This is an optimization exercise on Yosys and OpenROAD, whose aim is small area, a short achievable clock period and few clock cycles, not a production implementation. Only simulation tests tie the RTL to the original design; equivalence was not proved. Power is estimated from default activity; no workload was simulated.

== umber ==
// pq_engine
module pq_engine (
    input  wire        clk,
    input  wire        rst,
    input  wire        in_valid,
    output wire        in_ready,
    input  wire [63:0] in_data,
    input  wire [1:0]  in_layout,
    input  wire [31:0] in_erase,
    output wire        out_valid,
    input  wire        out_ready,
    output wire [63:0] out_data,
    output wire [4:0]  out_idx,
    output wire        out_last
);
For scale: ~2200 cells after synthesis, about 0.023 mm2 of cells after synthesis.
==> flow/config.mk <==
export PLATFORM = sky130hd
export DESIGN_NAME = pq_engine
export DESIGN_NICKNAME = pq_engine
export VERILOG_FILES = /design/flow/design.v
export SDC_FILE = /design/flow/constraint.sdc
export NUM_CORES = 4
export LEC_CHECK = 0
export CAP_MARGIN = 20
export CORE_MARGIN = 2
export CORE_UTILIZATION = 62
export CTS_BUF_LIST = sky130_fd_sc_hd__clkbuf_16
export CTS_CLUSTER_DIAMETER = 80
export CTS_CLUSTER_SIZE = 25
export SETUP_SLACK_MARGIN = 5
export SLEW_MARGIN = 20
==> flow/constraint.sdc <==
create_clock -name core_clock -period 10.0 [get_ports {clk}]
set_input_delay 2.0000 -clock core_clock [delete_from_list [all_inputs] [get_ports {clk}]]
set_output_delay 2.0000 -clock core_clock [all_outputs]
set_load 0.01 [all_outputs]
standard.sh (not shown) runs the stock make flow with config.mk's settings and CLKGATE_MAP_FILE= SYNTH_SCRIPT=/design/flow/synth_recipe.tcl, a recipe that flattens the netlist after the stock synthesis.
==> flow/flow/run.sh <==
#!/bin/bash
# The standard layout, with a stronger setup repair target.
# Synthesis is the standard flow's own (standard.sh synth), unchanged. The rest of the
# ORFS flow runs with the same settings except SETUP_SLACK_MARGIN, so that
# repair_timing keeps improving paths beyond the 10 ns constraint.
set -euo pipefail
MARGIN=$(cat flow/margin.txt)
bash standard.sh synth > synth.log 2>&1
if grep -q 'SETUP_SLACK_MARGIN=' standard.sh; then
  sed -e "s/SETUP_SLACK_MARGIN=[-0-9.]*/SETUP_SLACK_MARGIN=${MARGIN}/" standard.sh > layout.sh
else
  sed -e "s/\"\${@:-finish}\"/SETUP_SLACK_MARGIN=${MARGIN} \"\${@:-finish}\"/" standard.sh > layout.sh
fi
export BUFFER_PORTS_ARGS="$(cat flow/buffer_ports_args.txt)"
bash layout.sh > layout.log 2>&1
==> flow/flow/buffer_ports_args.txt <==
-buffer_cell sky130_fd_sc_hd__buf_1
==> flow/flow/margin.txt <==
6.7
Testbench counts of umber, summed over its fixed seeds: cycles 42,708.
### umber -> indigo
==> flow/flow/margin.txt <==
6.75
## What came out
indigo reached the end of the flow, and the finished layout is clean on the timing, DRC and antenna checks. indigo vs umber — worst hold slack dropped 0.0059 ns. Between indigo and umber, it is indigo whose count of non-filler cells in the finished layout is higher, by 59. Of umber and indigo, the run reporting the lower non-clock buffering overhead in the final layout was umber.
For yarrow, these inputs were changed with respect to indigo:
# indigo
export LEC_CHECK = 0
export CAP_MARGIN = 20
export CORE_MARGIN = 2
export CORE_UTILIZATION = 62
export CTS_BUF_LIST = sky130_fd_sc_hd__clkbuf_16
export CTS_CLUSTER_DIAMETER = 80
export CTS_CLUSTER_SIZE = 25
export SETUP_SLACK_MARGIN = 5
export SLEW_MARGIN = 20
create_clock -name core_clock -period 10.0 [get_ports {clk}]
# yarrow
export LEC_CHECK = 0
export CAP_MARGIN = 20
export CORE_MARGIN = 2
export CORE_UTILIZATION = 64
export CTS_BUF_LIST = sky130_fd_sc_hd__clkbuf_8
export CTS_CLUSTER_DIAMETER = 60
export CTS_CLUSTER_SIZE = 18
export SETUP_SLACK_MARGIN = 5
export SLEW_MARGIN = 20
create_clock -name core_clock -period 10.0 [get_ports {clk}]
==> flow/flow/margin.txt <==
6.6
Findings:
- yarrow reached the end of the flow, and the finished layout is clean on the timing, DRC and antenna checks.
- indigo completed every stage of the flow, and the final layout passed the timing, DRC and antenna checks.
- met5 as the highest metal layer used by the detailed router was reported by indigo, and met4 by yarrow.
- On initial antenna violation count: between indigo and yarrow, it ends up higher for indigo.
- Changes observed in yarrow relative to indigo: final critical-path required period shows an increase of 0.18 ns, data-path buffer share of cell area in the final layout went down by 2.1 points.
- Total power draw: yarrow lower than indigo
What fjord does differently from yarrow at the input level:
# yarrow
export LEC_CHECK = 0
export CAP_MARGIN = 20
export CORE_MARGIN = 2
export CORE_UTILIZATION = 64
export CTS_BUF_LIST = sky130_fd_sc_hd__clkbuf_8
export CTS_CLUSTER_DIAMETER = 60
export CTS_CLUSTER_SIZE = 18
export SETUP_SLACK_MARGIN = 5
export SLEW_MARGIN = 20
create_clock -name core_clock -period 10.0 [get_ports {clk}]
# fjord
export LEC_CHECK = 0
export CAP_MARGIN = 20
export CORE_MARGIN = 2
export CORE_UTILIZATION = 64
export CTS_BUF_LIST = sky130_fd_sc_hd__clkbuf_16
export CTS_CLUSTER_DIAMETER = 80
export CTS_CLUSTER_SIZE = 25
export SETUP_SLACK_MARGIN = 5
export SLEW_MARGIN = 20
create_clock -name core_clock -period 10.0 [get_ports {clk}]
Changes observed in fjord relative to yarrow: synthesis-to-layout area growth increased 0.52 points; total power increased 1.7%; final period demand of the worst path decreased 0.047 ns; count of non-filler cells in the finished layout decreased 14; sequential share of power decreased 0.5 points. yarrow -> fjord: ratio of total power to cell area increased slightly. Diff yarrow -> fjord: fmax increased 1.4%, non-clock buffer count barely changed.


Setup of run A:
The RTL this note starts from:
==> flow/design.v <==
module pq_engine (
    input  wire        clk,
    input  wire        rst,
    input  wire        in_valid,
    output wire        in_ready,
    input  wire [63:0] in_data,
    input  wire [1:0]  in_layout,
    input  wire [31:0] in_erase,
    output wire        out_valid,
    input  wire        out_ready,
    output wire [63:0] out_data,
    output wire [4:0]  out_idx,
    output wire        out_last
);
    function [7:0] mul2;             
        input [7:0] a;
        begin
            mul2 = {a[6:0], 1'b0} ^ (a[7] ? 8'h1D : 8'h00);
        end
    endfunction
    function [7:0] div2;             
        input [7:0] a;
        begin
            div2 = {1'b0, a[7:1]} ^ (a[0] ? 8'h8E : 8'h00);
        end
    endfunction
    function [63:0] mul2_word;
        input [63:0] w;
        integer k;
        begin
            for (k = 0; k < 8; k = k + 1)
                mul2_word[8*k +: 8] = mul2(w[8*k +: 8]);
        end
    endfunction
    function [63:0] div2_word;
        input [63:0] w;
        integer k;
        begin
            for (k = 0; k < 8; k = k + 1)
                div2_word[8*k +: 8] = div2(w[8*k +: 8]);
        end
    endfunction
    function [4:0] data_units;
        input [1:0] layout;
        begin
            case (layout)
                2'd0:    data_units = 5'd30;   
                2'd1:    data_units = 5'd14;   
                default: data_units = 5'd6;    
            endcase
        end
    endfunction
    function [7:0] alpha;
        input [4:0] d;
        begin
            case (d)
                5'd1:  alpha = 8'hF4;  5'd2:  alpha = 8'hA7;
                5'd3:  alpha = 8'h9D;  5'd4:  alpha = 8'h72;
                5'd5:  alpha = 8'hED;  5'd6:  alpha = 8'h5F;
                5'd7:  alpha = 8'h54;  5'd8:  alpha = 8'hA0;
                5'd9:  alpha = 8'hA9;  5'd10: alpha = 8'hFB;
                5'd11: alpha = 8'h74;  5'd12: alpha = 8'h85;
                5'd13: alpha = 8'hE4;  5'd14: alpha = 8'hC0;
                5'd15: alpha = 8'h8A;  5'd16: alpha = 8'h67;
                5'd17: alpha = 8'hDC;  5'd18: alpha = 8'h26;
                5'd19: alpha = 8'h63;  5'd20: alpha = 8'hF2;
                5'd21: alpha = 8'hE9;  5'd22: alpha = 8'hB4;
                5'd23: alpha = 8'hD2;  5'd24: alpha = 8'h02;
                5'd25: alpha = 8'h8E;  5'd26: alpha = 8'hBA;
                5'd27: alpha = 8'hAA;  5'd28: alpha = 8'hDE;
                5'd29: alpha = 8'h89;
                default: alpha = 8'h01;
            endcase
        end
    endfunction
    function [4:0] low_index;
        input [31:0] m;
        integer i;
        reg [31:0] below;
        reg [31:0] one;
        begin
            below = 32'd0;
            for (i = 1; i < 32; i = i + 1)
                below[i] = below[i-1] | m[i-1];
            one = m & ~below;
            low_index = 5'd0;
            for (i = 0; i < 32; i = i + 1)
                if (one[i]) low_index = low_index | i[4:0];
        end
    endfunction
    function [4:0] high_index;
        input [31:0] m;
        integer i;
        reg [31:0] above;
        reg [31:0] one;
        begin
            above = 32'd0;
            for (i = 30; i >= 0; i = i - 1)
                above[i] = above[i+1] | m[i+1];
            one = m & ~above;
            high_index = 5'd0;
            for (i = 0; i < 32; i = i + 1)
                if (one[i]) high_index = high_index | i[4:0];
        end
    endfunction
    reg [4:0]  bi;           
    reg [1:0]  lay;          
    reg        f_first;      
    reg        f_data;       
    reg        f_last;       
    reg        f_era;        
    reg [63:0] acc_a;        
    reg [63:0] acc_h;        
    wire [4:0] nd      = data_units(lay);
    reg        ph1;          
    reg [4:0]  ex, ey;       
    reg        qe;           
    reg [7:0]  kq, kh;
    wire [31:0] vmask = (in_layout == 2'd0) ? 32'hFFFF_FFFF :
                        (in_layout == 2'd1) ? 32'h0000_FFFF : 32'h0000_00FF;
    wire [31:0] mv    = in_erase & vmask;
    wire        qe_in = (in_layout == 2'd0) ? in_erase[31] :
                        (in_layout == 2'd1) ? in_erase[15] : in_erase[7];
    wire        two  = (ex != ey);                     
    wire        c_dd = two && (ey < nd);               
    wire        c_dp = (ex < nd) && (ey == nd);        
    wire        c_dq = (ex < nd) && (ey == nd + 5'd1); 
    wire        c_q  = (ex == nd + 5'd1);              
    wire        dd_now = c_dd;
    wire        past_x = ({1'b0, bi} > {1'b0, ex} + 6'd1);
    wire        k_beat = take && (bi[4:1] != 4'd0);
    wire [7:0]  a_tab  = alpha(ey - ex);
    wire [7:0]  a_col  = dd_now ? a_tab : 8'h01;
    reg        o_p0, o_p1;   
    reg        ov;           
    reg [3:0]  mcnt;         
    reg        mac_later;    
    reg        fix;          
    reg [63:0] s_a, s_h, s_q;
    reg [7:0]  s_ka, s_kh, s_kq;
    reg [4:0]  oidx, idx1;
    reg        olast;
    reg [63:0] r;
    reg        rdy;          
    wire busy = o_p0 || o_p1;
    assign in_ready = rdy;
    wire take = in_valid && rdy;
    wire snap = f_last && !busy;
    wire era  = f_first ? in_erase[0] : f_era;
    wire ga   = take && !era && !f_last;
    wire clr  = take && f_first;
    wire [63:0] din   = ga ? in_data : 64'd0;   
    assign out_valid = ov;
    assign out_data  = r;
    assign out_idx   = oidx;
    assign out_last  = olast;
    wire [4:0] bn = bi + 5'd1;
    wire       r0a = !(c_dd || c_dp || c_q);      
    wire       give = ov && out_ready;
    wire       mstep = (mcnt != 4'd0) || (give && o_p0 && mac_later);
    wire f_last_n = take ? (!f_first && (bn == nd + 5'd1)) : f_last;
    wire o_p0_n   = (take && f_last) || (o_p0 && !give);
    wire o_p1_n   = (take && f_last) ? two : (o_p1 && !(give && !o_p0));
    wire [7:0] ka_col = c_dd ? (a_tab ^ 8'h1C) :
                        c_dp ? 8'h1D :
                        c_dq ? (kq ^ 8'h1D) : 8'h1D;
    always @(posedge clk) begin
        acc_a <= (clr ? 64'd0 : acc_a) ^ din;
        if (take) begin
            if (f_first || f_data)
                acc_h <= div2_word((f_first ? 64'd0 : acc_h) ^ din);
            if (f_first) begin
                lay    <= in_layout;
                ex     <= low_index(mv);
                ey     <= high_index(mv);
                qe     <= qe_in;
                f_era  <= in_erase[1];
                f_data <= 1'b1;
                f_last <= 1'b0;
            end else begin
                f_era  <= (bn == ex) || (bn == ey);
                f_data <= (bn < nd);
                f_last <= (bn == nd + 5'd1);
            end
            f_first <= f_last;
            bi      <= f_last ? 5'd0 : bn;
        end
        ph1 <= take && f_first;
        if (ph1) begin
            kq <= a_col;
            kh <= mul2(a_col);
        end else if (k_beat) begin
            if (!past_x)
                kq <= qe ? mul2(kq) : div2(kq);
            if (!f_last && (qe || past_x))
                kh <= mul2(kh);
        end
        if (snap) begin
            r     <= acc_a;
            s_a   <= acc_a;
            s_h   <= acc_h;
            s_q   <= in_data;
            s_ka  <= ka_col;
            s_kh  <= kh;
            s_kq  <= qe ? 8'h00 : kq;
            oidx  <= ex;
            idx1  <= ey;
            olast <= !two;
            fix   <= c_dd || c_dp;
        end else if (mstep) begin
            r    <= mul2_word(r)
                    ^ (s_ka[7] ? s_a : 64'd0)
                    ^ (s_kh[7] ? s_h : 64'd0)
                    ^ (s_kq[7] ? s_q : 64'd0);
            s_ka <= {s_ka[6:0], 1'b0};
            s_kh <= {s_kh[6:0], 1'b0};
            s_kq <= {s_kq[6:0], 1'b0};
        end else if (give && o_p0 && fix) begin
            r <= r ^ s_a;
        end
        if (mcnt != 4'd0) begin
            mcnt <= mcnt - 4'd1;
            if (mcnt == 4'd1)
                ov <= 1'b1;
        end
        if (give) begin
            if (o_p0) begin
                o_p0  <= 1'b0;
                oidx  <= idx1;
                olast <= 1'b1;
                ov    <= o_p1 && fix;
                if (mac_later) begin
                    mac_later <= 1'b0;
                    mcnt      <= 4'd7;    
                end
            end else begin
                o_p1 <= 1'b0;
                ov   <= 1'b0;
            end
        end
        if (take && f_last) begin
            o_p0      <= 1'b1;
            o_p1      <= two;
            ov        <= r0a;
            mcnt      <= r0a ? 4'd0 : 4'd8;
            mac_later <= r0a && two;
        end
        rdy <= !(f_last_n && (o_p0_n || o_p1_n));
        if (rst) begin
            rdy       <= 1'b1;
            bi        <= 5'd0;
            f_first   <= 1'b1;
            f_last    <= 1'b0;
            ph1       <= 1'b0;
            o_p0      <= 1'b0;
            o_p1      <= 1'b0;
            ov        <= 1'b0;
            mcnt      <= 4'd0;
            mac_later <= 1'b0;
        end
    end
endmodule
clock: 10.0 ns
lec_check: 0
cap_margin: 20
core_margin: 2
core_utilization: 60
cts_buf_list: sky130_fd_sc_hd__clkbuf_16
cts_cluster_diameter: 80
cts_cluster_size: 25
setup_slack_margin: 5
slew_margin: 20
==> flow/flow/margin.txt <==
7
Scripts as last shown in full above: flow/flow/run.sh, flow/flow/buffer_ports_args.txt
Testbench counts of run A, summed over its fixed seeds: cycles 43,030.
Input changes introduced in run B (baseline for comparison: run A):
Settings: an added PLACE_DENSITY of 0.72; a change of CORE_UTILIZATION from 60 to 64.
==> flow/flow/margin.txt <==
6.6
Run B: no failed stages, no open violations at the end. Taking run A as the reference point, the number of stages on the worst setup path of run B falls by 3. Of run B and run A, the run reporting the higher total global routing track utilization was run A. As far as power density over the cells is concerned, run A and run B perform about the same. Delta (run B minus run A): fmax fell by about 4%, switching share of power stayed essentially flat, worst voltage drop across the vdd grid rose by about 10%. Run A -> run B: standard cell area after detailed placement decreased by a few percent. | wire length of the first global-routing pass | run B vs run A | better |.
## Diff of input files: run C against run B
Settings: a deleted PLACE_DENSITY that had been 0.72; a change of CORE_UTILIZATION from 64 to 66.
==> flow/flow/margin.txt <==
6.5
Results
Run C against run B: layout buffer count excluding clock buffers moved down; part of the cycle the worst path needs saw an increase; worst slack at placement picked up an extra 310 ps.
Diff run C..run B | final routed DRC violation total | unchanged
After detailed routing, run B needs more wire than run C.
#### Input delta (run D over run C)
Settings: swapping 66 for 60 in CORE_UTILIZATION.
==> flow/flow/margin.txt <==
6.75
### Flow results
Run D was carried through to the last stage, and its layout satisfied the timing, DRC and antenna checks.
A cell type of the slowest stage on the worst timing path of sky130_fd_sc_hd__edfxtp_1 is what run D shows, while sky130_fd_sc_hd__buf_12 belongs to run C.
The run showing the smaller final period utilization is run D.
Run D vs run C — number of optimization iterations in the first detailed-route pass rose 2.
| critical path depth | lower: run D |
Looking at setup slack, run D sits above run C.
Clock skew was lower in the run labelled run C.
Startpoint-to-endpoint class of the critical path = in -> reg: run C; startpoint-to-endpoint class of the critical path = reg -> out: run D
Diff run C -> run D | number of clock buffers in the layout | increase of 12%
Compared with run C, in run D non-clock buffer count up 55%, routed wire length now sits higher.


RTL: the design.v shown in full above, as it stands there.
export LEC_CHECK = 0
export CAP_MARGIN = 20
export CORE_MARGIN = 2
export CORE_UTILIZATION = 64
export CTS_BUF_LIST = sky130_fd_sc_hd__clkbuf_16
export CTS_CLUSTER_DIAMETER = 80
export CTS_CLUSTER_SIZE = 25
export SETUP_SLACK_MARGIN = 5
export SLEW_MARGIN = 20
create_clock -name core_clock -period 10.0 [get_ports {clk}]
==> flow/flow/margin.txt <==
6.6
Scripts as last shown in full above: flow/flow/run.sh, flow/flow/buffer_ports_args.txt
The starting point finished clean.
Testbench counts at the start, summed over its fixed seeds: cycles 43,030.
==> next run, changes <==
==> flow/flow/margin.txt (replaced) <==
6.75
--- a/flow/config.mk
+++ b/flow/config.mk
@@ -8,8 +8,8 @@
 export CAP_MARGIN = 20
 export CORE_MARGIN = 2
-export CORE_UTILIZATION = 64
-export CTS_BUF_LIST = sky130_fd_sc_hd__clkbuf_16
-export CTS_CLUSTER_DIAMETER = 80
-export CTS_CLUSTER_SIZE = 25
+export CORE_UTILIZATION = 60
+export CTS_BUF_LIST = sky130_fd_sc_hd__clkbuf_16 sky130_fd_sc_hd__clkbuf_8
+export CTS_CLUSTER_DIAMETER = 60
+export CTS_CLUSTER_SIZE = 20
 export SETUP_SLACK_MARGIN = 5
 export SLEW_MARGIN = 20
The changed run produced a clean layout. Sequential share of layout area is lower by 3.4 points. Wire length increases by a little under a tenth. Clock skew came out higher by 0.0041 ns. Die area is higher by a few percent. Worst hold slack degrades by 0.011 ns.
==> next run, changes <==
==> flow/flow/margin.txt (replaced) <==
6.6
==> flow/config.mk (replaced) <==
export PLATFORM = sky130hd
export DESIGN_NAME = pq_engine
export DESIGN_NICKNAME = pq_engine
export VERILOG_FILES = /design/flow/design.v
export SDC_FILE = /design/flow/constraint.sdc
export NUM_CORES = 4
export LEC_CHECK = 0
export CAP_MARGIN = 20
export CORE_MARGIN = 2
export CORE_UTILIZATION = 62
export CTS_BUF_LIST = sky130_fd_sc_hd__clkbuf_16
export CTS_CLUSTER_DIAMETER = 80
export CTS_CLUSTER_SIZE = 25
export SETUP_SLACK_MARGIN = 5
export SLEW_MARGIN = 20
After rerunning:
- cell area drops by 5.8%
- worst setup slack degrades by 0.035 ns
- total power drops by 9.0%
- final cell count drops by 3.3%
- critical path depth drops by 2
- clock skew climbs by 0.013 ns
- routed wire length drops by 8.3%
- utilization drops by 2.1 points
- clock power drops by 24%
- clock-buffer cell count drops by 15
- non-clock buffer count drops by 67
==> next run, changes <==
==> flow/flow/margin.txt (replaced) <==
6.7
--- a/flow/config.mk
+++ b/flow/config.mk
@@ -8,5 +8,5 @@
 export CAP_MARGIN = 20
 export CORE_MARGIN = 2
-export CORE_UTILIZATION = 62
+export CORE_UTILIZATION = 64
 export CTS_BUF_LIST = sky130_fd_sc_hd__clkbuf_16
 export CTS_CLUSTER_DIAMETER = 80
Result:
- The new run produced a clean layout
- core utilization goes up by 4.3 points
- sequential power stays flat
- area after synthesis does not change
- clock skew goes down by 0.018 ns
- setup slack gets better by 0.099 ns

-- port drivers added, routing unchanged --
No port has a modelled driver above. Below, the same layouts with a new extraction and two added sets of constraints. Step 1, drivers: a clkbuf_16 drives clk and a buf_2 each remaining input, both assumed. Step 2, shift: input delay + t, output delay - t, t = (earliest + latest rising clock arrival at the registers) / 2. This alone moves slack from input paths to output paths. a / b / c = no drivers / after step 1 / after step 2; a / b = the first two.
run | t (ns) | setup WS [ns] | hold WS [ns]
umber | 0.621 | 6.729 / 6.672 / 6.203 | 0.447 / 0.447 / 0.447
indigo | 0.622 | 6.739 / 6.685 / 6.182 | 0.441 / 0.441 / 0.441
yarrow | 0.628 | 6.556 / 6.589 / 5.961 | 0.448 / 0.448 / 0.448
fjord | 0.606 | 6.603 / 6.598 / 6.011 | 0.451 / 0.451 / 0.451
run A | 0.625 | 6.759 / 6.728 / 6.199 | 0.448 / 0.448 / 0.448
run B | 0.607 | 6.630 / 6.615 / 6.058 | 0.438 / 0.438 / 0.438
run C | 0.611 | 6.520 / 6.541 / 5.941 | 0.446 / 0.446 / 0.446
run D | 0.640 | 6.736 / 6.679 / 6.120 | 0.440 / 0.440 / 0.440
the first run of note 3 | 0.600 | 6.664 / 6.681 / 6.081 | 0.447 / 0.447 / 0.447
the second run of note 3 | 0.621 | 6.670 / 6.692 / 6.080 | 0.435 / 0.435 / 0.435
the third run of note 3 | 0.620 | 6.635 / 6.637 / 6.047 | 0.446 / 0.446 / 0.446
the fourth run of note 3 | 0.622 | 6.734 / 6.677 / 6.167 | 0.438 / 0.438 / 0.438
After both steps every run listed still meets setup and hold. For run D, which loses most, drivers alone change the setup slack by -0.057 ns; drivers and shift together by -0.616 ns.
